Source: an optimization exercise on an open RTL-to-GDS flow (aim: small area, a short achievable clock period and few clock cycles per item). Production flows keep margins and buffers that such runs may drop. At most, simulation tests tie the RTL to the original design; equivalence was not proved. No functional check of the RTL was part of run 6.

## design/flow/design.v

```verilog
module cry_sha256 (
    input  wire         clk,
    input  wire         rst,
    input  wire         in_valid,
    output wire         in_ready,
    input  wire         in_first,
    input  wire [31:0]  in_data,
    output wire         out_valid,
    output wire [255:0] digest
);
    localparam [31:0] IV0 = 32'h6a09e667, IV1 = 32'hbb67ae85,
                      IV2 = 32'h3c6ef372, IV3 = 32'ha54ff53a,
                      IV4 = 32'h510e527f, IV5 = 32'h9b05688c,
                      IV6 = 32'h1f83d9ab, IV7 = 32'h5be0cd19;
    reg         act;           
    reg  [5:0]  k;             
    reg         nw;            
    reg         nf;            
    reg         fst;           
    reg         ov;
    reg  [3:0]  sc;            
    reg         ok;            
    reg  [31:0] sr [0:15];     
    reg  [31:0] a, b, c, d, e, f, g;
    reg  [31:0] p;             
    reg  [31:0] ra0, ra1, ra2, ra3, re0, re1, re2, re3;
    reg  [2:0]  ph;
    reg         ov1;
    reg [31:0] kn;
    always @* begin
        case (k)
            6'd63: kn = 32'h428a2f98;
            6'd0:  kn = 32'h71374491;
            6'd1:  kn = 32'hb5c0fbcf;
            6'd2:  kn = 32'he9b5dba5;
            6'd3:  kn = 32'h3956c25b;
            6'd4:  kn = 32'h59f111f1;
            6'd5:  kn = 32'h923f82a4;
            6'd6:  kn = 32'hab1c5ed5;
            6'd7:  kn = 32'hd807aa98;
            6'd8:  kn = 32'h12835b01;
            6'd9:  kn = 32'h243185be;
            6'd10: kn = 32'h550c7dc3;
            6'd11: kn = 32'h72be5d74;
            6'd12: kn = 32'h80deb1fe;
            6'd13: kn = 32'h9bdc06a7;
            6'd14: kn = 32'hc19bf174;
            6'd15: kn = 32'he49b69c1;
            6'd16: kn = 32'hefbe4786;
            6'd17: kn = 32'h0fc19dc6;
            6'd18: kn = 32'h240ca1cc;
            6'd19: kn = 32'h2de92c6f;
            6'd20: kn = 32'h4a7484aa;
            6'd21: kn = 32'h5cb0a9dc;
            6'd22: kn = 32'h76f988da;
            6'd23: kn = 32'h983e5152;
            6'd24: kn = 32'ha831c66d;
            6'd25: kn = 32'hb00327c8;
            6'd26: kn = 32'hbf597fc7;
            6'd27: kn = 32'hc6e00bf3;
            6'd28: kn = 32'hd5a79147;
            6'd29: kn = 32'h06ca6351;
            6'd30: kn = 32'h14292967;
            6'd31: kn = 32'h27b70a85;
            6'd32: kn = 32'h2e1b2138;
            6'd33: kn = 32'h4d2c6dfc;
            6'd34: kn = 32'h53380d13;
            6'd35: kn = 32'h650a7354;
            6'd36: kn = 32'h766a0abb;
            6'd37: kn = 32'h81c2c92e;
            6'd38: kn = 32'h92722c85;
            6'd39: kn = 32'ha2bfe8a1;
            6'd40: kn = 32'ha81a664b;
            6'd41: kn = 32'hc24b8b70;
            6'd42: kn = 32'hc76c51a3;
            6'd43: kn = 32'hd192e819;
            6'd44: kn = 32'hd6990624;
            6'd45: kn = 32'hf40e3585;
            6'd46: kn = 32'h106aa070;
            6'd47: kn = 32'h19a4c116;
            6'd48: kn = 32'h1e376c08;
            6'd49: kn = 32'h2748774c;
            6'd50: kn = 32'h34b0bcb5;
            6'd51: kn = 32'h391c0cb3;
            6'd52: kn = 32'h4ed8aa4a;
            6'd53: kn = 32'h5b9cca4f;
            6'd54: kn = 32'h682e6ff3;
            6'd55: kn = 32'h748f82ee;
            6'd56: kn = 32'h78a5636f;
            6'd57: kn = 32'h84c87814;
            6'd58: kn = 32'h8cc70208;
            6'd59: kn = 32'h90befffa;
            6'd60: kn = 32'ha4506ceb;
            6'd61: kn = 32'hbef9a3f7;
            default: kn = 32'hc67178f2;
        endcase
    end
    reg k_lo, k_61, k_62, k_63, k_sch, k_hi;    
    reg sel_h, sel_iv;         
    wire al = (sc == 4'd0);                    
    assign in_ready  = al && (act ? (!ok || k_lo || k_62 || (k_63 && nw)) : (nw || ph == 3'd5));
    assign out_valid = ov;
    assign digest    = {ra0, ra1, ra2, ra3, re0, re1, re2, re3};
    wire take = in_valid && in_ready;
    wire go   = act && ok;                     
    wire stall = al && !in_valid && (act ? (!ok || k_lo || (k_63 && nw)) : nw);
    wire nxt  = take && nw;                    
    wire iv   = nf && nw && k_63 && al;        
    wire pre  = !act && nw && al;              
    reg [5:0] kx;                              
    always @* begin
        kx = k;
        if (rst)
            kx = 6'd63;
        else if (!act) begin
            if (take && nw) kx = 6'd0;
        end else if (go) begin
            if (k_63) kx = nxt ? 6'd0 : 6'd63;
            else      kx = k + 6'd1;
        end
    end
    always @(posedge clk) begin
        k     <= kx;
        k_lo  <= (kx <= 6'd13);                
        k_61  <= (kx == 6'd61);
        k_62  <= (kx == 6'd62);
        k_63  <= (kx == 6'd63);
        k_sch <= (kx >= 6'd14) && (kx <= 6'd61);   
        k_hi  <= (kx >= 6'd62);                
        sel_h  <= (kx == 6'd63) && !fst;       
        sel_iv <= (kx == 6'd63) && fst;
    end
    wire k_fin = k_61 || k_62 || k_63;         
    function [63:0] csa;
        input [31:0] x, y, z;
        csa = {x ^ y ^ z, ((x & y) | (x & z) | (y & z)) << 1};
    endfunction
    function [31:0] add;
        input [31:0] x, y;
        reg [31:0] gg, pp, g2, p2;
        integer s, j;
        begin
            gg = x & y;
            pp = x ^ y;
            g2 = gg;
            p2 = pp;
            for (s = 1; s < 32; s = s * 2) begin
                for (j = 31; j >= s; j = j - 1) begin
                    g2[j] = g2[j] | (p2[j] & g2[j - s]);
                    p2[j] = p2[j] & p2[j - s];
                end
            end
            add = pp ^ {g2[30:0], 1'b0};
        end
    endfunction
    wire [31:0] s1e = {e[5:0], e[31:6]} ^ {e[10:0], e[31:11]} ^ {e[24:0], e[31:25]};
    wire [31:0] ch  = (e & f) ^ (~e & g);
    wire [31:0] s0a = {a[1:0], a[31:2]} ^ {a[12:0], a[31:13]} ^ {a[21:0], a[31:22]};
    wire [31:0] maj = (a & b) | (a & c) | (b & c);
    wire [31:0] b0  = ({32{sel_h}} & ra2) | ({32{sel_iv}} & IV0);
    wire [31:0] b4  = ({32{sel_h}} & re2) | ({32{sel_iv}} & IV4);
    wire [63:0] l1a = csa(s1e, ch, p);
    wire [63:0] l1b = csa(s0a, maj, b0);
    wire [63:0] l2a = csa(l1a[63:32], l1a[31:0], l1b[63:32]);
    wire [63:0] l3a = csa(l2a[63:32], l2a[31:0], l1b[31:0]);
    wire [31:0] an  = add(l3a[63:32], l3a[31:0]);    
    wire [63:0] l2e = csa(l1a[63:32], l1a[31:0], d);
    wire [63:0] l3e = csa(l2e[63:32], l2e[31:0], b4);
    wire [31:0] en  = add(l3e[63:32], l3e[31:0]);    
    wire        fin = go && k_fin;
    wire [31:0] ba  = (fin && fst) ? (k_61 ? IV3 : k_62 ? IV2 : IV1) : ra3;
    wire [31:0] be  = (fin && fst) ? (k_61 ? IV7 : k_62 ? IV6 : IV5) : re3;
    wire [31:0] sa  = ba + (fin ? a : 32'd0);
    wire [31:0] se  = be + (fin ? e : 32'd0);
    wire [31:0] hn  = iv ? IV7 : k_63 ? re1 : g;
    wire [63:0] lp  = csa(hn, kn, sr[15]);
    wire [31:0] pn  = lp[63:32] + lp[31:0];
    wire [31:0] w1  = sr[1];
    wire [31:0] w14 = sr[14];
    wire [31:0] sg0 = {w1[6:0], w1[31:7]} ^ {w1[17:0], w1[31:18]} ^ (w1 >> 3);
    wire [31:0] sg1 = {w14[16:0], w14[31:17]} ^ {w14[18:0], w14[31:19]} ^ (w14 >> 10);
    wire [63:0] lw1 = csa(sg1, sg0, sr[9]);
    wire [63:0] lw2 = csa(lw1[63:32], lw1[31:0], sr[0]);
    wire [31:0] wn  = lw2[63:32] + lw2[31:0];
    integer i;
    always @(posedge clk) begin
        for (i = 0; i < 15; i = i + 1)
            sr[i] <= sr[i + 1];
        sr[15] <= take ? in_data : (go && k_sch) ? wn : sr[0];
    end
    always @(posedge clk) begin
        if (iv) begin
            {a, b, c, d, e, f, g} <= {IV0, IV1, IV2, IV3, IV4, IV5, IV6};
        end else if (go) begin
            if (k_63)
                {a, b, c, d, e, f, g} <= {an, sa, ra0, ra1, en, se, re0};
            else
                {a, b, c, d, e, f, g} <= {an, a, b, c, en, e, f};
        end else begin
            {a, b, c, d, e, f, g} <= {p, a, b, c, d, e, f};
        end
        p <= (go || pre) ? pn : g;
    end
    always @(posedge clk) begin
        {ra0, ra1, ra2} <= {sa, ra0, ra1};
        {re0, re1, re2} <= {se, re0, re1};
        ra3 <= (go && k_63) ? an : ra2;
        re3 <= (go && k_63) ? en : re2;
    end
    always @(posedge clk) begin
        if (rst) begin
            act <= 1'b0;
            nw  <= 1'b0;
            ov  <= 1'b0;
            ov1 <= 1'b0;
            sc  <= 4'd0;
            ph  <= 3'd5;                       
            ok  <= 1'b0;
        end else begin
            ok <= !act ? nxt : !ok ? take : k_lo ? take : k_63 ? nxt : 1'b1;
            ph <= ph + 3'd1;
            if (!al || stall)
                sc <= sc + 4'd1;
            ov1 <= go && k_63;
            ov  <= ov1;
            if (take && !nw)
                nf <= in_first;
            if (!act) begin
                if (take) begin
                    nw <= !nw;
                    if (nw) begin
                        act <= 1'b1;
                        fst <= nf;
                    end
                end
            end else if (go) begin
                if (k_63) begin
                    if (nxt) begin
                        fst <= nf;
                        nw  <= 1'b0;
                    end else begin
                        act <= 1'b0;
                        nw  <= nw || take;
                    end
                end else begin
                    if (k_62)
                        nw <= take;
                end
            end
        end
    end
endmodule
```

## design/flow/flow/run.sh

```bash
#!/bin/bash
# The standard layout (ORFS, standard synthesis), except that the port
# buffers are plain sky130_fd_sc_hd__buf_1 cells rather than the delay
# buffers buffer_ports picks by default. make's output goes to
# flow_standard.log; each ORFS step keeps its own log under orfs/logs/.
set -euo pipefail
bash standard.sh "BUFFER_PORTS_ARGS=-buffer_cell sky130_fd_sc_hd__buf_1" finish > flow_standard.log 2>&1
```

## design/flow/standard.sh

```bash
#!/bin/bash
# synth_recipe.tcl (not shown) runs the flow's synth.tcl, then flattens the netlist and writes it again
# the make line also repeats each setting of config.mk as NAME=value (left out here)
make -C /OpenROAD-flow-scripts/flow DESIGN_CONFIG=/design/flow/config.mk WORK_HOME=/design/flow/orfs CLKGATE_MAP_FILE= SYNTH_SCRIPT=/design/flow/synth_recipe.tcl "${@:-finish}"
```

## design/flow/config.mk

```make
export PLATFORM = sky130hd
export DESIGN_NAME = cry_sha256
export DESIGN_NICKNAME = cry_sha256
export VERILOG_FILES = /design/flow/design.v
export SDC_FILE = /design/flow/constraint.sdc
export NUM_CORES = 4
export LEC_CHECK = 0
export CAP_MARGIN = 20
export CORE_MARGIN = 2
export CORE_UTILIZATION = 60
export CTS_CLUSTER_DIAMETER = 70
export CTS_CLUSTER_SIZE = 25
export PLACE_DENSITY = 0.75
export SETUP_SLACK_MARGIN = 5
export SLEW_MARGIN = 20
export TNS_END_PERCENT = 0
```

## design/flow/constraint.sdc

```tcl
create_clock -name core_clock -period 10.0 [get_ports {clk}]
set_input_delay 2.0000 -clock core_clock [delete_from_list [all_inputs] [get_ports {clk}]]
set_output_delay 2.0000 -clock core_clock [all_outputs]
set_load 0.01 [all_outputs]
```

==> results of run 1 <==
cell families after synthesis:
family          after synthesis
xor+xnor                    465
compound gates             1188
flops                      1083
buf+inv                     639
simple gates               1408
mux                          41
fa+ha+maj                   496
placed cells by master, fill, tap and decap left out, drive strengths merged, types with 147 or more instances in the layout:
| cell type | n |
|---|---|
| xnor2 | 316 |
| buf | 376 |
| fa | 254 |
| inv | 364 |
| nand2 | 653 |
| ha | 212 |
| nor2 | 272 |
| a21oi | 385 |
| a21o | 147 |
| dfxtp | 1081 |
| o21ai | 304 |
| xor2 | 149 |
layout make-up:
| class | count | area [um2] |
|---|---|---|
| fillers | 6767 | 27800 |
| multi-input cells | 3598 | 27100 |
| flip-flops and latches | 1083 | 21800 |
| repair buffers | 378 | 1910 |
| clock buffers | 64 | 1510 |
| well taps | 1080 | 1350 |
| inverters | 356 | 1350 |
| clock inverters | 25 | 408 |
| repair inverters | 1 | 5.00 |
| diodes | 2 | 5.00 |
per-layer routing:
layer | wire [um] | GRT usage
met1 | 68300 | 0.525
met2 | 69900 | 0.549
met3 | 19000 | 0.0961
met4 | 5270 | 0.104
met5 | 95 | 0
worst min-delay path by stage:
stage            endpoint  slack [ns]  cells after the start
3_3_place_gp   sr[10][14]        0.31                      0
6_report       sr[12][23]        0.32                      0
4_1_cts        sr[12][23]        0.32                      0
5_1_grt         sr[5][21]        0.33                      0
3_5_place_dp   sr[10][26]        0.31                      0
2_1_floorplan   sr[10][0]        0.31                      0
critical path: stages (launching register included):
cell and delay, ns:
dfxtp_2 0.35, inv_1 0.04, ha_1 0.18, nor3b_4 0.16, and3_4 0.19, buf_12 0.15
or3_1 0.34, o21ai_2 0.10, fa_1 0.43, inv_1 0.07, ha_2 0.30, o211a_1 0.24
o31a_1 0.13, o41a_1 0.47, a31oi_4 0.29, o21ai_4 0.11, a221o_1 0.36, a311oi_2 0.32
xnor2_2 0.21, mux2i_1 0.31, o311ai_2 0.15
synthesized netlist by cell type, types with 41 or more instances:
| master | count |
|---|---|
| dfxtp_1 | 1081 |
| nand2_1 | 653 |
| a21oi_1 | 385 |
| inv_1 | 354 |
| xnor2_1 | 316 |
| o21ai_0 | 301 |
| nor2_1 | 272 |
| fa_1 | 254 |
| clkbuf_1 | 246 |
| ha_1 | 212 |
| xor2_1 | 149 |
| a21o_1 | 147 |
| nand3_1 | 134 |
| and2_1 | 110 |
| nor3_1 | 59 |
| o211ai_1 | 57 |
| o21a_1 | 46 |
| nand2b_1 | 41 |
timing repair:
item                       CTS  global route
resized for setup          148           135
pin swaps                   26            43
setup endpoints to repair  188           112
buffers inserted            14            22
gates cloned                 1             2
metrics by stage:
| stage | setup slack, ns | util | std cells | cell area (um2) | hold slack, ns |
|---|---|---|---|---|---|
| after floorplan | 4.97 | - | 5320 | 50300 | 0.310 |
| after global placement | 3.60 | 0.625 | 6457 | 52100 | 0.310 |
| after detailed placement | 3.55 | 0.625 | 6457 | 52100 | 0.312 |
| after CTS | 4.94 | 0.656 | 6561 | 54700 | 0.321 |
| after global routing | 4.81 | 0.666 | 6585 | 55500 | 0.326 |
| final | 4.93 | 0.666 | 6587 | 55500 | 0.318 |
==> metrics.cfg, run 1 <==
[routing]
first_pass_iters=8
routedWlPerCell_um=24.7
vias=39202
ant_nets=0
drt-vias-per-instance=5.95
drt_wl_total_um=163000
post-route-drc-count=0
drt_iter0_drc=4154

[die]
die_w_um=293
start_util=0.604
die_area_mm2=0.0861
rows=106
die_h_um=293
coreArea_mm2=0.0833
io_pins=294

[layout]
syn_to_final_growth_pct=10.3
drive_above_1_share=0.0741
largest_reg_flops=512
top_register=sr
nets=5979

[logic_synthesis]
synth-edff-count=2
synthArstFlopShare=0
muxShareOfSynthArea=0.00856
yosysUniqueCellTypes=75
syn_nets=5822
synth_area_leaders=dfxtp_1, fa_1, xnor2_1
ys_seq_elements=1083
synth-compound-area-share=0.146
ys_dominant_reg_cell=dfxtp_1
avgSynthCellArea_um2=9.45
yosysSeqAreaShare=0.432
syn_inst=5320
synthDominantCellAreaShare=0.430
syn-cell-area_mm2=0.0503
post-synth-top-area-cell=dfxtp_1
synth_top_family_by_area=adder cells
yosysWarnings=2
synthAdderAreaFrac=0.160
synth_xor_area_frac=0.0810
yosys.area_share.simple=0.125

[critical_path]
crit_path_start_kind=flip-flop
crit_type=reg2reg
regToRegEndpoint=p[31]
crit_fanout=20
cp-end-kind=flip-flop
reg2reg_from=sc[0]
cp-endpoint=p[31]
reg2reg_depth=20
ff2ff_setup_slack_ns=4.93
cp.required_ns=10.55
arrival_ns=5.62
startpoint=sc[0]

[global_route]
grt_pass1_vias=36963
grt_usage=0.367
gr-total-overflow=0
grt_max_degree=180
grt_pass1_wl_um=235000
antenna_found_initial=7

[sta]
period_share=0.507
hold_viol=0
setup_viol=0
finClkSkew_ns=0.0612
rsz0062_at_grt=yes
tightest_slew_ns=1.09
slew_viol_final=0
clock.fmax_mhz=197
setup_tns_ns=0
slew_headroom=0.277
period_needed_ns=5.07

[clock_tree]
cts_tree=done
clock_sinks=1083
htree_levels=2
clockBufferDepth=3
cts-hold-fix-buffers=0
path_clk_slew_ns=0.10
clock_latency_ns=0.70
cts_root_buf=clkbuf_16
cts_buffers=59

[status]
status=no timing/DRC/antenna violations

[hold_path]
hold_path_class=reg2reg
min-delay-start=sr[13][23]

[placement]
io_buffer_count=293
finalWeightedCongestion=0.980
dp_hpwl_um=122000

[run]
cap_viol_max_count=0

Testbench counts, summed over its fixed seeds: cycles 81,952, blocks 1,280.
==> run 2: changes to the inputs <==
--- a/design/flow/config.mk
+++ b/design/flow/config.mk
@@ -13,4 +13,3 @@
 export PLACE_DENSITY = 0.75
 export SETUP_SLACK_MARGIN = 5
 export SLEW_MARGIN = 20
-export TNS_END_PERCENT = 0
==> run 2 against run 1 <==
  * Still clean on timing, DRC and antenna
  * Fmax rose by 0.88%
  * Synthesized cell count did not move
  * Sequential cell count did not move
  * Non-clock buffer count up 29
  * Global-route usage fell by 0.055 points
  * Die area did not move
  * Wire length rose by 0.26%
  * Via count rose by 1.1%
  * Critical endpoint unchanged
  * Highest routed layer unchanged
==> metrics.cfg, run 2 <==
[global_route]
gr-total-overflow=0
grt_max_degree=165
grt_usage=0.367
grt_pass1_vias=37270
grt_pass1_wl_um=235000
antenna_found_initial=5

[layout]
nets=6008
syn_to_final_growth_pct=11.8
antenna_cells=0
post-route-util=0.675
drive_above_1_share=0.0883
fin_cells=6618
layout_common_cells=dfxtp_1, nand2_1, a21oi_1
top_register=sr
final_common_cell=dfxtp_1
largest_reg_flops=512

[placement]
dpl.cell_count=6459
dp_hpwl_um=121000
finalWeightedCongestion=0.994
io_buffer_count=293

[routing]
first_pass_iters=6
routedWlPerCell_um=24.6
vias=39625
drt-vias-per-instance=5.99
ant_nets=0
wl_met3_um=17400
drt_wl_total_um=163000
met1Wirelength_um=69200
top_layer=met5
dr_wl_met2_um=69700
post-route-drc-count=0
drt_iter0_drc=4211

[clock_tree]
cts_tree=done
clock_latency_ns=0.71
cts-hold-fix-buffers=0
cts_buffers=59
clock_sinks=1083
htree_levels=2
cts_root_buf=clkbuf_16
path_clk_slew_ns=0.09
clockBufferDepth=3

[die]
start_util=0.604
die_h_um=293
die_area_mm2=0.0861
die_w_um=293
coreArea_mm2=0.0833
rows=106
io_pins=294

[hold_path]
holdPathStages=0
hold_path_class=reg2reg

[sta]
period_needed_ns=5.03
slew_headroom=0.240
setup_tns_ns=0
period_share=0.503
slew_viol_final=0
finClkSkew_ns=0.0706
setup_viol=0
hold_viol=0
rsz0062_at_grt=yes
tightest_slew_ns=1.14
clock.fmax_mhz=199

[critical_path]
arrival_ns=5.63
crit_fanout=10
cp-end-kind=flip-flop
cp.required_ns=10.60
crit_type=reg2reg
cp-endpoint=p[31]
startpoint=sc[0]
crit_path_start_kind=flip-flop
regToRegEndpoint=p[31]
ff2ff_setup_slack_ns=4.97
reg2reg_depth=23
reg2reg_from=sc[0]

[logic_synthesis]
post-synth-top-area-cell=dfxtp_1
syn_nets=5822
yosysSeqAreaShare=0.432
avgSynthCellArea_um2=9.45
yosysWarnings=2
syn_inst=5320
ys_dominant_reg_cell=dfxtp_1
ys_seq_elements=1083
yosysMostFrequentCell=dfxtp_1
yosysUniqueCellTypes=75
syn-cell-area_mm2=0.0503
synth_commonest_cells=dfxtp_1, nand2_1, a21oi_1, inv_1, xnor2_1
synth-edff-count=2
synthDominantCellAreaShare=0.430
synthArstFlopShare=0
synth_area_leaders=dfxtp_1, fa_1, xnor2_1

[status]
status=no timing/DRC/antenna violations

[run]
cap_viol_max_count=0

==> run 2: repair_timing <==
item	4_1_cts	5_1_grt
gates resized for setup	146	217
setup endpoints to repair	128	107
setup buffers	18	46
pin swaps	27	84
cloned	1	1
hold endpoints to repair	0	0
==> run 2: cell families after synthesis <==
group                      share of synthesized area
AOI/OAI and AO/OA                              0.146
xor gates and xnor gates                      0.0810
adders and majority gates                      0.160
buffers and inverters                         0.0479
DFF                                            0.432
muxes                                        0.00856
and+or+nand+nor                                0.125
==> run 2: metal layers <==
layer,vias to the layer above,GRT usage
met3,317,0.0849
met4,2,0.135
met2,1937,0.543
met1,19346,0.524
li1,18023,-
met5,-,0
==> run 2: worst max-delay path: stages (launching register included) <==
cell and delay, ns:
dfxtp_2 0.35, inv_2 0.04, ha_4 0.15, nor3b_4 0.16
nand3_1 0.14, buf_12 0.17, and3_1 0.20, a21oi_2 0.06
fa_1 0.48, inv_1 0.04, ha_1 0.21, inv_1 0.09
fa_2 0.25, nor2b_4 0.05, o31a_1 0.32, o41a_1 0.48
a31oi_4 0.29, o21ai_4 0.10, a221o_1 0.36, a311oi_2 0.33
xnor2_2 0.09, buf_4 0.17, xor2_1 0.14, o311ai_1 0.26
==> run 2: final cells by class <==
type                            instances  area, um2
Multi-Input combinational cell       3598      27600
Fill cell                            6656      27100
Sequential cell                      1083      21900
Timing Repair Buffer                  407       2110
Clock buffer                           64       1510
Tap cell                             1080       1350
Inverter                              356       1350
Clock inverter                         29        489
Timing Repair inverter                  1       5.00
==> run 2: how the worst min path moves through the flow <==
stage | from | slack (ns) | to
after floorplan | sr[11][0] | 0.31 | sr[10][0]
after global placement | sr[6][11] | 0.31 | sr[5][11]
after detailed placement | sr[11][11] | 0.31 | sr[10][11]
after CTS | sr[3][31] | 0.27 | sr[2][31]
after global routing | sr[3][31] | 0.27 | sr[2][31]
final | sr[5][30] | 0.28 | sr[4][30]
==> run 2: through the flow <==
step	hold slack [ns]	worst slack, ns	instance area [um2]
2_1_floorplan	0.310	5.02	50300
3_3_place_gp	0.310	3.55	52100
3_5_place_dp	0.312	3.44	52100
4_1_cts	0.272	4.93	54700
5_1_grt	0.274	4.85	56200
6_report	0.277	4.97	56200
==> run 3: changes to the inputs <==
--- a/design/flow/config.mk
+++ b/design/flow/config.mk
@@ -7,9 +7,9 @@
 export LEC_CHECK = 0
 export CAP_MARGIN = 20
 export CORE_MARGIN = 2
-export CORE_UTILIZATION = 60
+export CORE_UTILIZATION = 70
 export CTS_CLUSTER_DIAMETER = 70
 export CTS_CLUSTER_SIZE = 25
-export PLACE_DENSITY = 0.75
+export PLACE_DENSITY = 0.85
 export SETUP_SLACK_MARGIN = 5
 export SLEW_MARGIN = 20
==> run 3 against run 2 <==
  * Worst hold slack better by 0.015 ns
  * Via count up 8.3%
  * Critical path depth decreased by 5
  * Register-to-register slack worse by 0.24 ns
  * Clock-buffer cell count unchanged
  * Non-clock buffer count is 4 lower
  * Utilization increased by 11 points
  * Sequential share of layout area grew 0.20 points
==> metrics.cfg, run 3 <==
[logic_synthesis]
synthDominantCellAreaShare=0.430
yosysWarnings=2
avgSynthCellArea_um2=9.45
ys_dominant_reg_cell=dfxtp_1
yosysMostFrequentCell=dfxtp_1
synth_area_leaders=dfxtp_1, fa_1, xnor2_1
yosysSeqAreaShare=0.432
syn-cell-area_mm2=0.0503
synth_commonest_cells=dfxtp_1, nand2_1, a21oi_1, inv_1, xnor2_1
synthArstFlopShare=0
post-synth-top-area-cell=dfxtp_1
syn_inst=5320
yosysUniqueCellTypes=75
syn_nets=5822
ys_seq_elements=1083
synth-edff-count=2

[global_route]
top_usage_layer=met2
grt_use_met1=0.590
antenna_found_initial=16
grt.met2_usage=0.681
gr-total-overflow=0
gr-usage-met3=0.155
grt_pass1_vias=40349
grt_max_degree=165
grt_pass1_wl_um=251000
grt_usage=0.455

[placement]
io_buffer_count=293
dpl.cell_count=6327
finalWeightedCongestion=1.02
dp_hpwl_um=123000

[layout]
nets=6004
fin_cells=6486
layout_common_cells=dfxtp_1, nand2_1, a21oi_1
drive_above_1_share=0.0890
post-route-util=0.785
syn_to_final_growth_pct=11.3
top_register=sr
largest_reg_flops=512
fill_cells=4350
final_common_cell=dfxtp_1

[clock_tree]
htree_levels=2
clockBufferDepth=3
cts_root_buf=clkbuf_16
clock_latency_ns=0.73
cts-hold-fix-buffers=0
cts_tree=done
clock_sinks=1083
path_clk_slew_ns=0.10
cts_buffers=58

[sta]
setup_tns_ns=0
hold_viol=0
clock.fmax_mhz=190
period_share=0.527
rsz0062_at_grt=yes
slew_viol_final=0
slew_headroom=0.178
tightest_slew_ns=1.23
setup_viol=0
period_needed_ns=5.27
finClkSkew_ns=0.0693

[die]
rows=98
die_w_um=272
die_area_mm2=0.0740
start_util=0.706
io_pins=294
die_h_um=272
coreArea_mm2=0.0712

[routing]
first_pass_iters=13
vias=42921
post-route-drc-count=0
drt-vias-per-instance=6.62
routedWlPerCell_um=28.0
drt_iter0_drc=6132
drt_wl_total_um=182000
ant_nets=0

[critical_path]
slowest_stage=fa_2
crit_type=reg2reg
crit_fanout=6
slowest_delay_ns=0.59
arrival_ns=5.85
cp-end-kind=flip-flop
cp.required_ns=10.59
crit_chain=buf_4, mux2i_4, fa_2, xor2_4, xnor2_2, fa_1, ha_2, fa_2, a21o_1, a31oi_1, o21ai_2, a21oi_4, o31a_1, o21ai_2, or4_4, a31oi_4, xor2_1, o21ai_0
crit_path_start_kind=flip-flop

[hold_path]
hold_path_class=reg2reg

[run]
cap_viol_max_count=0

[status]
status=no timing/DRC/antenna violations

[run 3: worst paths after layout]
path	from	end	slack, ns	depth (start not counted)
hold reg to reg	sr[13][13]	sr[12][13]	0.29	0
hold / removal	sr[13][13]	sr[12][13]	0.29	0
setup / recovery	e[2]	ra3[30]	4.73	18
setup reg to reg	e[2]	ra3[30]	4.73	18
[run 3: metal layers]
| metal | up-vias | part of all wire |
|---|---|---|
| li1 | 18018 | - |
| met4 | 26 | 0.069 |
| met3 | 942 | 0.15 |
| met1 | 20501 | 0.36 |
| met2 | 3434 | 0.42 |
| met5 | - | 0.0030 |
[run 3: timing repair]
action | CTS | global route
gates cloned | 1 | 4
buffers inserted | 27 | 33
endpoints found under the hold margin | 0 | 0
setup endpoints to repair | 165 | 122
pin swaps | 41 | 75
resized for setup | 175 | 208
[run 3: worst max-delay path: cells and delay by family (launching register included)]
| family | cells | cell delay, ns |
|---|---|---|
| xor gates and xnor gates | 3 | 0.53 |
| DFF | 1 | 0.33 |
| muxes | 1 | 0.46 |
| AOI/OAI and AO/OA | 8 | 1.49 |
| and+or+nand+nor | 1 | 0.44 |
| adders and majority gates | 4 | 1.62 |
| buffers and inverters | 1 | 0.25 |
[run 3: cell type report]
| cell class | instances | area [um2] | share of cell area |
|---|---|---|---|
| timing repair buffer | 403 | 2130 | 0.0380 |
| sequential | 1083 | 21900 | 0.391 |
| tap | 950 | 1190 | 0.0212 |
| inverter | 356 | 1350 | 0.0241 |
| clock buffer | 64 | 1520 | 0.0272 |
| antenna | 8 | 20.0 | 0.000358 |
| clock inverter | 22 | 383 | 0.00684 |
| multi-input combinational | 3600 | 27500 | 0.492 |
[run 3: logic make-up (layout without fill, tap and decap cells)]
| family | after synthesis | in the layout | share of synthesized area |
|---|---|---|---|
| simple gates | 1408 | 1409 | 0.125 |
| compound gates | 1188 | 1189 | 0.146 |
| flops | 1083 | 1083 | 0.432 |
| buf+inv | 639 | 845 | 0.0479 |
| fa+ha+maj | 496 | 496 | 0.160 |
| xor+xnor | 465 | 465 | 0.0810 |
| mux | 41 | 41 | 0.00856 |
| other cells | 0 | 8 | 0 |
[run 3: per-stage QoR]
step | instance area (um2) | hold WS [ns] | worst slack [ns]
CTS | 54700 | 0.293 | 4.95
global placement | 51900 | 0.310 | 3.91
global route | 55900 | 0.306 | 4.69
floorplan | 50300 | 0.310 | 5.02
finish | 55900 | 0.292 | 4.73
detailed placement | 51900 | 0.312 | 3.82
==> run 4: changes to the inputs <==
--- a/design/flow/config.mk
+++ b/design/flow/config.mk
@@ -7,9 +7,7 @@
 export LEC_CHECK = 0
 export CAP_MARGIN = 20
 export CORE_MARGIN = 2
-export CORE_UTILIZATION = 70
-export CTS_CLUSTER_DIAMETER = 70
-export CTS_CLUSTER_SIZE = 25
-export PLACE_DENSITY = 0.85
+export CORE_UTILIZATION = 60
+export PLACE_DENSITY = 0.75
 export SETUP_SLACK_MARGIN = 5
 export SLEW_MARGIN = 20
==> run 4 against run 3 <==
  * Global-route usage down 7.8 points
  * Final area up 3.5%
  * Non-clock buffer count up 1
  * Largest cell class unchanged
  * Still clean on timing, DRC and antenna
  * Fmax up 3.3%
  * Worst hold slack better by 0.012 ns
==> metrics.cfg, run 4 <==
[routing]
wl_met3_um=18700
vias=40226
ant_nets=0
post-route-drc-count=0
routedWlPerCell_um=24.8
drt_wl_total_um=167000
first_pass_iters=6
top_layer=met5
drt-vias-per-instance=5.99
met1Wirelength_um=69800
dr_wl_met2_um=71400
drt_iter0_drc=4394

[logic_synthesis]
yosysSeqAreaShare=0.432
yosysUniqueCellTypes=75
syn_nets=5822
synth-edff-count=2
yosysWarnings=2
post-synth-top-area-cell=dfxtp_1
synthArstFlopShare=0
ys_seq_elements=1083
synth_commonest_cells=dfxtp_1, nand2_1, a21oi_1, inv_1, xnor2_1
synthDominantCellAreaShare=0.430
syn_inst=5320
syn-cell-area_mm2=0.0503
yosysMostFrequentCell=dfxtp_1
ys_dominant_reg_cell=dfxtp_1
synth_area_leaders=dfxtp_1, fa_1, xnor2_1
avgSynthCellArea_um2=9.45

[clock_tree]
clock_latency_ns=0.73
cts_root_buf=clkbuf_16
cts_buffers=106
htree_levels=3
clockBufferDepth=3
cts_tree=done
clock_sinks=1083
path_clk_slew_ns=0.06

[die]
rows=106
die_area_mm2=0.0861
io_pins=294
coreArea_mm2=0.0833
die_h_um=293
die_w_um=293
start_util=0.604

[global_route]
antenna_found_initial=3
grt_max_degree=165
grt_usage=0.377
gr-total-overflow=0
grt_pass1_wl_um=241000
grt_pass1_vias=38254

[layout]
finalInstanceArea_mm2=0.0579
largest_reg_flops=512
post-route-util=0.695
syn_to_final_growth_pct=15.2
fin_cells=6720
antenna_cells=0
fill_cells=6377
layout_common_cells=dfxtp_1, nand2_1, a21oi_1
drive_above_1_share=0.102
top_register=sr
final_common_cell=dfxtp_1
nets=6052

[critical_path]
critPathBufInv=0
cp_top_family=adder cells
slowest_stage=fa_2
crit_chain=xor2_4, xnor2_4, fa_2, xor2_4, xnor2_2, fa_1, ha_4, fa_2, a21o_1, a31oi_2, o21ai_2, a21oi_4, o31a_1, o21ai_2, or4_4, a31oi_4, xor2_1, o21ai_0
cp.required_ns=10.53
arrival_ns=5.64
slowest_delay_ns=0.65
crit_path_start_kind=flip-flop
crit_type=reg2reg
crit_fanout=5
startpoint=e[27]
ff2ff_setup_slack_ns=4.90
reg2reg_from=e[27]
cp-end-kind=flip-flop

[sta]
setup_tns_ns=0
slew_headroom=0.237
rsz0062_at_grt=yes
period_share=0.510
slew_viol_final=0
fin_ws_ns=4.90
whs_ns=0.304
clock.fmax_mhz=196
period_needed_ns=5.10
tightest_slew_ns=1.14
finClkSkew_ns=0.0511
hold_viol=0
setup_viol=0

[status]
status=no timing/DRC/antenna violations

[hold_path]
min-delay-start=sr[11][11]
hold_path_class=reg2reg

[placement]
dpl_cell_area_mm2=0.0521
dpl_worst_slack_ns=3.44
finalWeightedCongestion=0.994
io_buffer_count=293
dp_hpwl_um=121000
dpl.cell_count=6459

[run]
cap_viol_max_count=0

[run 4: cell counts after synthesis]
No cell type changed its count.
[run 4: cell families after synthesis]
logic type | Yosys count | synth area share
buffers and inverters | 639 | 0.0479
and+or+nand+nor | 1408 | 0.125
adders and majority gates | 496 | 0.160
AOI/OAI and AO/OA | 1188 | 0.146
DFF | 1083 | 0.432
muxes | 41 | 0.00856
xor gates and xnor gates | 465 | 0.0810
[run 4: routing by layer]
| metal | global-route usage | vias to the layer above |
|---|---|---|
| met3 | 0.0921 | 342 |
| met4 | 0.146 | 2 |
| met5 | 0 | - |
| met1 | 0.533 | 19602 |
| met2 | 0.558 | 2103 |
| li1 | - | 18177 |
[run 4: worst paths after layout]
path	endpoint	cells after the start
setup / recovery	ra3[30]	18
hold / removal	sr[10][11]	0
setup reg to reg	ra3[30]	18
hold reg to reg	sr[10][11]	0
[run 4: area by class of cell]
class | instances | area [um2] | area share
repair buffers | 404 | 2100 | 0.0362
multi-input cells | 3598 | 27400 | 0.473
flip-flops and latches | 1083 | 21800 | 0.377
well taps | 1080 | 1350 | 0.0233
repair inverters | 1 | 5.00 | 0.0000864
inverters | 356 | 1350 | 0.0233
clock buffers | 136 | 2980 | 0.0514
clock inverters | 62 | 890 | 0.0154
[run 4: repair_timing]
| item | in CTS | in global routing |
|---|---|---|
| buffers inserted | 22 | 38 |
| gates resized for setup | 151 | 194 |
| endpoints found under the setup margin | 130 | 109 |
| cloned | 1 | 2 |
| hold buffers | 0 | 0 |
| pin swaps | 33 | 68 |
[run 4: worst register-to-register path, stage by stage, from the launching register on]
cell and delay, ns:
dfxtp_4 0.44, xor2_4 0.25, xnor2_4 0.13, fa_2 0.66
xor2_4 0.24, xnor2_2 0.16, fa_1 0.49, ha_4 0.20
fa_2 0.36, a21o_1 0.23, a31oi_2 0.21, o21ai_2 0.11
a21oi_4 0.21, o31a_1 0.28, o21ai_2 0.10, or4_4 0.44
a31oi_4 0.20, xor2_1 0.16, o21ai_0 0.08
==> run 5: changes to the inputs <==
==> design/flow/run.sh (new file) <==
#!/bin/bash
# synth_recipe.tcl (not shown) runs the flow's synth.tcl, then flattens the netlist and writes it again
# the make line also repeats each setting of config.mk as NAME=value (left out here)
make -C /OpenROAD-flow-scripts/flow DESIGN_CONFIG=/design/flow/config.mk WORK_HOME=/design/flow/orfs CLKGATE_MAP_FILE= SYNTH_SCRIPT=/design/flow/synth_recipe.tcl finish
--- a/design/flow/config.mk
+++ b/design/flow/config.mk
@@ -8,6 +8,8 @@
 export CAP_MARGIN = 20
 export CORE_MARGIN = 2
 export CORE_UTILIZATION = 60
+export CTS_CLUSTER_DIAMETER = 70
+export CTS_CLUSTER_SIZE = 25
 export PLACE_DENSITY = 0.75
 export SETUP_SLACK_MARGIN = 5
 export SLEW_MARGIN = 20
removed: design/flow/flow/run.sh
removed: design/flow/standard.sh
==> run 5 against run 4 <==
  * Largest cell class unchanged
  * Die area did not move
  * Via count fell by 1.7%
  * Still clean
  * Synthesized cell count unchanged
  * Synthesized area unchanged
  * Global-route usage down 0.90 points
  * Critical endpoint is now e[26]
  * Worst hold slack lost 0.0064 ns
  * Register-to-register slack got worse by 0.06 ns
  * Sequential share of layout area decreased by 0.22 points
==> metrics.cfg, run 5 <==
[die]
start_util=0.604
die_h_um=293
die_area_mm2=0.0861
rows=106
io_pins=294
coreArea_mm2=0.0833
die_w_um=293

[sta]
setup_tns_ns=0
hold_viol=0
period_share=0.517
finClkSkew_ns=0.0515
slew_headroom=0.343
clock.fmax_mhz=194
fin_ws_ns=4.83
whs_ns=0.298
rsz0062_at_grt=yes
period_needed_ns=5.17
slew_viol_final=0
tightest_slew_ns=0.986
setup_viol=0

[layout]
layout_common_cells=dfxtp_1, nand2_1, a21oi_1
top_register=sr
syn_to_final_growth_pct=15.9
fill_cells=6397
final_common_cell=dfxtp_1
nets=6018
drive_above_1_share=0.0945
largest_reg_flops=512
fin_cells=6629
finalInstanceArea_mm2=0.0582
post-route-util=0.699

[clock_tree]
clock_sinks=1083
path_clk_slew_ns=0.11
clockBufferDepth=3
cts-hold-fix-buffers=0
cts_buffers=59
cts_root_buf=clkbuf_16
clock_latency_ns=0.72
htree_levels=2
cts_tree=done

[global_route]
antenna_found_initial=4
gr-total-overflow=0
grt_pass1_wl_um=236000
grt_usage=0.368
grt_max_degree=165
grt_pass1_vias=37699

[hold_path]
hold_path_class=reg2reg
holdPathStages=0

[placement]
dpl_cell_area_mm2=0.0539
dp_hpwl_um=120000
finalWeightedCongestion=1.01
dpl_worst_slack_ns=3.00
dpl.cell_count=6459
io_buffer_count=293

[routing]
post-route-drc-count=0
drt-vias-per-instance=5.96
drt_iter0_drc=4373
routedWlPerCell_um=24.8
ant_nets=0
first_pass_iters=6
vias=39530
drt_wl_total_um=164000

[logic_synthesis]
syn-cell-area_mm2=0.0503
synthArstFlopShare=0
synth-edff-count=2
syn_nets=5822
synthDominantCellAreaShare=0.430
ys_dominant_reg_cell=dfxtp_1
syn_inst=5320
yosysUniqueCellTypes=75
yosysMostFrequentCell=dfxtp_1
yosysSeqAreaShare=0.432
synth_area_leaders=dfxtp_1, fa_1, xnor2_1
ys_seq_elements=1083
synth_commonest_cells=dfxtp_1, nand2_1, a21oi_1, inv_1, xnor2_1
yosysWarnings=2
post-synth-top-area-cell=dfxtp_1
avgSynthCellArea_um2=9.45

[run]
cap_viol_max_count=0

[critical_path]
arrival_ns=5.73
cp.required_ns=10.57
crit_path_start_kind=flip-flop
cp-end-kind=flip-flop
crit_fanout=4
reg2reg_depth=20
crit_type=reg2reg

[status]
status=no timing/DRC/antenna violations

## run 5: cell counts after synthesis
Identical to the previous run, type by type.
## run 5: kinds of logic after synthesis
kind of cell | count (synthesis) | synth area share
compound gates | 1188 | 0.146
xor+xnor | 465 | 0.0810
mux | 41 | 0.00856
flops | 1083 | 0.432
fa+ha+maj | 496 | 0.160
simple gates | 1408 | 0.125
buf+inv | 639 | 0.0479
## run 5: worst paths after layout
kind / end / slack [ns] / start
worst max-delay path: e[26] / 4.83 / e[13]
worst min-delay path: sr[10][31] / 0.30 / sr[11][31]
worst max register to register: e[26] / 4.83 / e[13]
worst min register to register: sr[10][31] / 0.30 / sr[11][31]
## run 5: layer usage
layer / vias up / GRT usage / wire length [um]
met3: 273 / 0.119 / 20000
met4: 4 / 0.116 / 5530
met2: 1943 / 0.556 / 71300
met5: - / 0 / 20
met1: 19245 / 0.502 / 67600
li1: 18065 / - / -
## run 5: timing repair
action / in CTS / in global routing
buffers inserted: 31 / 39
resized for setup: 183 / 229
endpoints found under the setup margin: 152 / 122
gates cloned: 0 / 6
pin swaps: 40 / 78
hold endpoints to repair: 0 / 0
## run 5: critical path, cell delays in order, from the launching register on
cell and delay, ns:
dfxtp_4 0.40, xor2_4 0.21, xnor2_2 0.22, fa_2 0.52, xor2_2 0.18, buf_4 0.16
xor2_2 0.15, fa_1 0.58, inv_2 0.07, ha_4 0.22, a21oi_4 0.20, o2111ai_4 0.16
or2_4 0.31, a21oi_4 0.21, o211ai_1 0.16, a21oi_2 0.31, buf_4 0.20, o21ai_0 0.12
a21oi_1 0.25, xor2_1 0.23, o21ai_0 0.13
## run 5: layout make-up
| class | count | area (um2) | area share |
|---|---|---|---|
| Tap cell | 1080 | 1350 | 0.0232 |
| Timing Repair Buffer | 417 | 4150 | 0.0713 |
| Inverter | 356 | 1350 | 0.0231 |
| Clock inverter | 29 | 457 | 0.00784 |
| Sequential cell | 1083 | 21800 | 0.375 |
| Clock buffer | 63 | 1500 | 0.0258 |
| Antenna cell | 2 | 5.00 | 0.0000859 |
| Multi-Input combinational cell | 3599 | 27600 | 0.474 |
==> run 6: changes to the inputs <==
--- a/design/flow/design.v
+++ b/design/flow/design.v
@@ -97,7 +97,9 @@
     end
     reg k_lo, k_61, k_62, k_63, k_sch, k_hi;    
     reg sel_h, sel_iv;         
-    wire al = (sc == 4'd0);                    
+    reg  al;                   
+    reg  iv;                   
+    reg  pre;                  
     assign in_ready  = al && (act ? (!ok || k_lo || k_62 || (k_63 && nw)) : (nw || ph == 3'd5));
     assign out_valid = ov;
     assign digest    = {ra0, ra1, ra2, ra3, re0, re1, re2, re3};
@@ -105,8 +107,11 @@
     wire go   = act && ok;                     
     wire stall = al && !in_valid && (act ? (!ok || k_lo || (k_63 && nw)) : nw);
     wire nxt  = take && nw;                    
-    wire iv   = nf && nw && k_63 && al;        
-    wire pre  = !act && nw && al;              
+    wire       act_n = rst ? 1'b0 : !act ? (take && nw) : (go && k_63) ? nxt : act;
+    wire       nw_n  = rst ? 1'b0 : !act ? (nw ^ take) :
+                       (go && k_63) ? (!nxt && (nw || take)) : (go && k_62) ? take : nw;
+    wire       nf_n  = (take && !nw) ? in_first : nf;
+    wire [3:0] sc_n  = rst ? 4'd0 : (!al || stall) ? sc + 4'd1 : sc;
     reg [5:0] kx;                              
     always @* begin
         kx = k;
@@ -129,6 +134,13 @@
         k_hi  <= (kx >= 6'd62);                
         sel_h  <= (kx == 6'd63) && !fst;       
         sel_iv <= (kx == 6'd63) && fst;
+        act    <= act_n;
+        nw     <= nw_n;
+        nf     <= nf_n;
+        sc     <= sc_n;
+        al     <= (sc_n == 4'd0);
+        iv     <= nf_n && nw_n && (kx == 6'd63) && (sc_n == 4'd0);
+        pre    <= !act_n && nw_n && (sc_n == 4'd0);
     end
     wire k_fin = k_61 || k_62 || k_63;         
     function [63:0] csa;
@@ -209,44 +221,17 @@
     end
     always @(posedge clk) begin
         if (rst) begin
-            act <= 1'b0;
-            nw  <= 1'b0;
             ov  <= 1'b0;
             ov1 <= 1'b0;
-            sc  <= 4'd0;
             ph  <= 3'd5;                       
             ok  <= 1'b0;
         end else begin
             ok <= !act ? nxt : !ok ? take : k_lo ? take : k_63 ? nxt : 1'b1;
             ph <= ph + 3'd1;
-            if (!al || stall)
-                sc <= sc + 4'd1;
             ov1 <= go && k_63;
             ov  <= ov1;
-            if (take && !nw)
-                nf <= in_first;
-            if (!act) begin
-                if (take) begin
-                    nw <= !nw;
-                    if (nw) begin
-                        act <= 1'b1;
-                        fst <= nf;
-                    end
-                end
-            end else if (go) begin
-                if (k_63) begin
-                    if (nxt) begin
-                        fst <= nf;
-                        nw  <= 1'b0;
-                    end else begin
-                        act <= 1'b0;
-                        nw  <= nw || take;
-                    end
-                end else begin
-                    if (k_62)
-                        nw <= take;
-                end
-            end
+            if ((!act && nxt) || (go && k_63 && nxt))
+                fst <= nf;
         end
     end
 endmodule
==> design/flow/flow/run.sh (new file) <==
#!/bin/bash
# The standard layout (ORFS, standard synthesis), except that the port
# buffers are plain sky130_fd_sc_hd__buf_1 cells rather than the delay
# buffers buffer_ports picks by default. make's output goes to
# flow_standard.log; each ORFS step keeps its own log under orfs/logs/.
set -euo pipefail
bash standard.sh "BUFFER_PORTS_ARGS=-buffer_cell sky130_fd_sc_hd__buf_1" finish > flow_standard.log 2>&1
==> design/flow/standard.sh (new file) <==
#!/bin/bash
# synth_recipe.tcl (not shown) runs the flow's synth.tcl, then flattens the netlist and writes it again
# the make line also repeats each setting of config.mk as NAME=value (left out here)
make -C /OpenROAD-flow-scripts/flow DESIGN_CONFIG=/design/flow/config.mk WORK_HOME=/design/flow/orfs CLKGATE_MAP_FILE= SYNTH_SCRIPT=/design/flow/synth_recipe.tcl "${@:-finish}"
removed: design/flow/run.sh
==> run 6 against run 5 <==
  * Still clean
  * Final area is 3.4% lower
  * Sequential share of layout area is 1.5 points higher
  * Clock-buffer cell count increased by 8
  * Cell count hardly changed
  * Setup slack worse by 0.0085 ns
  * Via count grew 2.2%
  * Critical path type unchanged
==> metrics.cfg, run 6 <==
[status]
status=no timing/DRC/antenna violations

[die]
coreArea_mm2=0.0834
die_w_um=294
die_area_mm2=0.0864
die_h_um=294
io_pins=294
rows=106
start_util=0.605

[placement]
dp_hpwl_um=133000
io_buffer_count=293
finalWeightedCongestion=0.998
dpl_worst_slack_ns=3.41
dpl_cell_area_mm2=0.0522
dpl.cell_count=6459

[logic_synthesis]
synth-edff-count=1
yosysUniqueCellTypes=88
post-synth-top-area-cell=dfxtp_1
synthArstFlopShare=0
yosysMostFrequentCell=dfxtp_1
syn_nets=5829
syn-cell-area_mm2=0.0505
yosysSeqAreaShare=0.431
yosysWarnings=2
ys_seq_elements=1086
synth_area_leaders=dfxtp_1, fa_1, xnor2_1
avgSynthCellArea_um2=9.47
ys_dominant_reg_cell=dfxtp_1
synthDominantCellAreaShare=0.430
synth_commonest_cells=dfxtp_1, nand2_1, a21oi_1, inv_1, xnor2_1
syn_inst=5328

[layout]
final_common_cell=dfxtp_1
nets=6007
fill_cells=6608
area.sequential_mm2=0.0219
drive_above_1_share=0.0898
largest_reg_flops=512
finalInstanceArea_mm2=0.0563
top_register=sr
syn_to_final_growth_pct=11.5
fin_cells=6630
layout_common_cells=dfxtp_1, nand2_1, a21oi_1
multi_input_area_mm2=0.0273

[critical_path]
slowest_delay_ns=0.56
crit_top_cell=o21ai_0
cp-end-kind=flip-flop
cp.required_ns=10.47
crit_fanout=7
slowest_stage=fa_2
crit_type=reg2reg
reg2reg_from=e[28]
ff2ff_setup_slack_ns=4.83
reg2reg_depth=16
crit_chain=xor2_2, xnor2_2, fa_2, maj3_1, fa_1, inv_1, ha_1, a211oi_4, o21ai_1, o211ai_1, o21ai_0, a31oi_1, nand2b_1, a21oi_1, o31ai_2, o21ai_0
arrival_ns=5.65
crit_path_start_kind=flip-flop
regToRegEndpoint=ra3[18]

[routing]
routedWlPerCell_um=27.0
drt_iter0_drc=4642
drt_wl_total_um=179000
post-route-drc-count=0
first_pass_iters=6
drt-vias-per-instance=6.09
ant_nets=0
vias=40407

[sta]
rsz0062_at_grt=yes
slew_headroom=0.256
hold_viol=0
finClkSkew_ns=0.0370
setup_viol=0
whs_ns=0.323
clock.fmax_mhz=193
setup_tns_ns=0
tightest_slew_ns=1.12
slew_viol_final=0
period_share=0.517
fin_ws_ns=4.83
period_needed_ns=5.17

[hold_path]
hold_path_class=reg2reg
holdPathEnd=sr[12][21]
holdPathStages=0
min-delay-start=sr[13][21]

[clock_tree]
cts_tree=done
clock_latency_ns=0.69
cts_root_buf=clkbuf_16
htree_levels=3
clockBufferDepth=3
cts_buffers=66
cts-hold-fix-buffers=0
clock_sinks=1086
path_clk_slew_ns=0.10

[run]
cap_viol_max_count=0

[global_route]
grt_pass1_wl_um=257000
grt_usage=0.408
gr-total-overflow=0
grt_pass1_vias=38395
antenna_found_initial=6
grt_max_degree=136

## run 6: cell count changes after synthesis, sizes merged, moves of 6 or more
cell	change
a211oi	+14
a21o	-18
a21oi	-6
a31oi	+10
and3	-19
mux2	+17
nand2	+12
nand3b	+6
nand4	+8
nor2	+11
o21ai	-18
o22ai	-6
or2	-6
or3	-14
## run 6: critical path: cells and delay by family (launching register included)
family	cells	cell delay, ns
AO/OA/AOI/OAI	8	2.04
XOR/XNOR	2	0.48
adder cells (fa/ha/maj)	4	1.83
buffers and inverters	1	0.04
flip-flops	1	0.42
AND/OR/NAND/NOR	1	0.15
## run 6: how the worst max path moves through the flow
stage | cells past startpoint | slack (ns) | endpoint | from
after floorplan | 17 | 4.98 | kn[24] | in_valid
after global placement | 20 | 3.56 | f[31] | act
after detailed placement | 20 | 3.41 | f[31] | act
after CTS | 18 | 4.96 | ra3[30] | e[12]
after global routing | 17 | 4.83 | a[30] | a[25]
final | 16 | 4.83 | ra3[18] | e[28]
## run 6: what timing repair did
action,CTS,global route
pin swaps,28,44
endpoints found under the setup margin,227,112
cloned,3,1
setup buffers,33,22
gates resized for setup,175,163
## run 6: cell families after synthesis
family	count (synthesis)	synth area share
AOI/OAI and AO/OA	1180	0.146
xor gates and xnor gates	459	0.0797
adders and majority gates	495	0.159
muxes	55	0.0117
DFF	1086	0.431
and+or+nand+nor	1409	0.124
buffers and inverters	644	0.0485
## run 6: layout make-up
cell class / count / area share
multi-input combinational: 3599 / 0.484
sequential: 1086 / 0.390
timing repair buffer: 392 / 0.0376
clock buffer: 71 / 0.0304
inverter: 361 / 0.0246
tap: 1080 / 0.0240
clock inverter: 34 / 0.00892
antenna: 7 / 0.000311
## run 6: stage by stage
step | util
6_report | 0.675
5_1_grt | 0.674
4_1_cts | 0.664
3_5_place_dp | 0.626
3_3_place_gp | 0.626
2_1_floorplan | -
## run 6: layer usage
| metal | vias up | track usage | routed length [um] |
|---|---|---|---|
| met4 | 8 | 0.203 | 11000 |
| met2 | 2328 | 0.605 | 76400 |
| met1 | 19476 | 0.556 | 72000 |
| met5 | - | 0 | 48 |
| li1 | 18095 | - | - |
| met3 | 500 | 0.0981 | 19500 |

## port drivers added, routing unchanged
How much do the figures lean on ideal ports? The routed layouts below were timed once more, with nothing changed but the port constraints.
Step 1 assumes that a clkbuf_16 drives the clock port and a buf_2 every other input.
Step 2 also shifts input and output timing later by t, the mid clock arrival at the registers, as if the neighbouring blocks saw the same clock.
Slacks: no drivers / after step 1 / after step 2; pairs: no drivers / after step 1.
run | t (ns) | slack for setup (ns) | worst register clock-pin slew, ns
run 1 | 0.744 | 4.927 / 4.927 / 4.389 | 0.10 / 0.10
run 2 | 0.744 | 4.971 / 4.971 / 4.426 | 0.11 / 0.11
run 3 | 0.768 | 4.731 / 4.731 / 4.356 | 0.11 / 0.11
run 4 | 0.766 | 4.897 / 4.897 / 4.441 | 0.07 / 0.07
run 5 | 0.757 | 4.834 / 4.834 / 4.539 | 0.11 / 0.11
run 6 | 0.747 | 4.826 / 4.826 / 4.317 | 0.10 / 0.10
After both steps setup and hold are still met in every run listed. The setup slack of run 2, which loses most, moves by 0.000 ns with the drivers and by -0.545 ns with both steps.
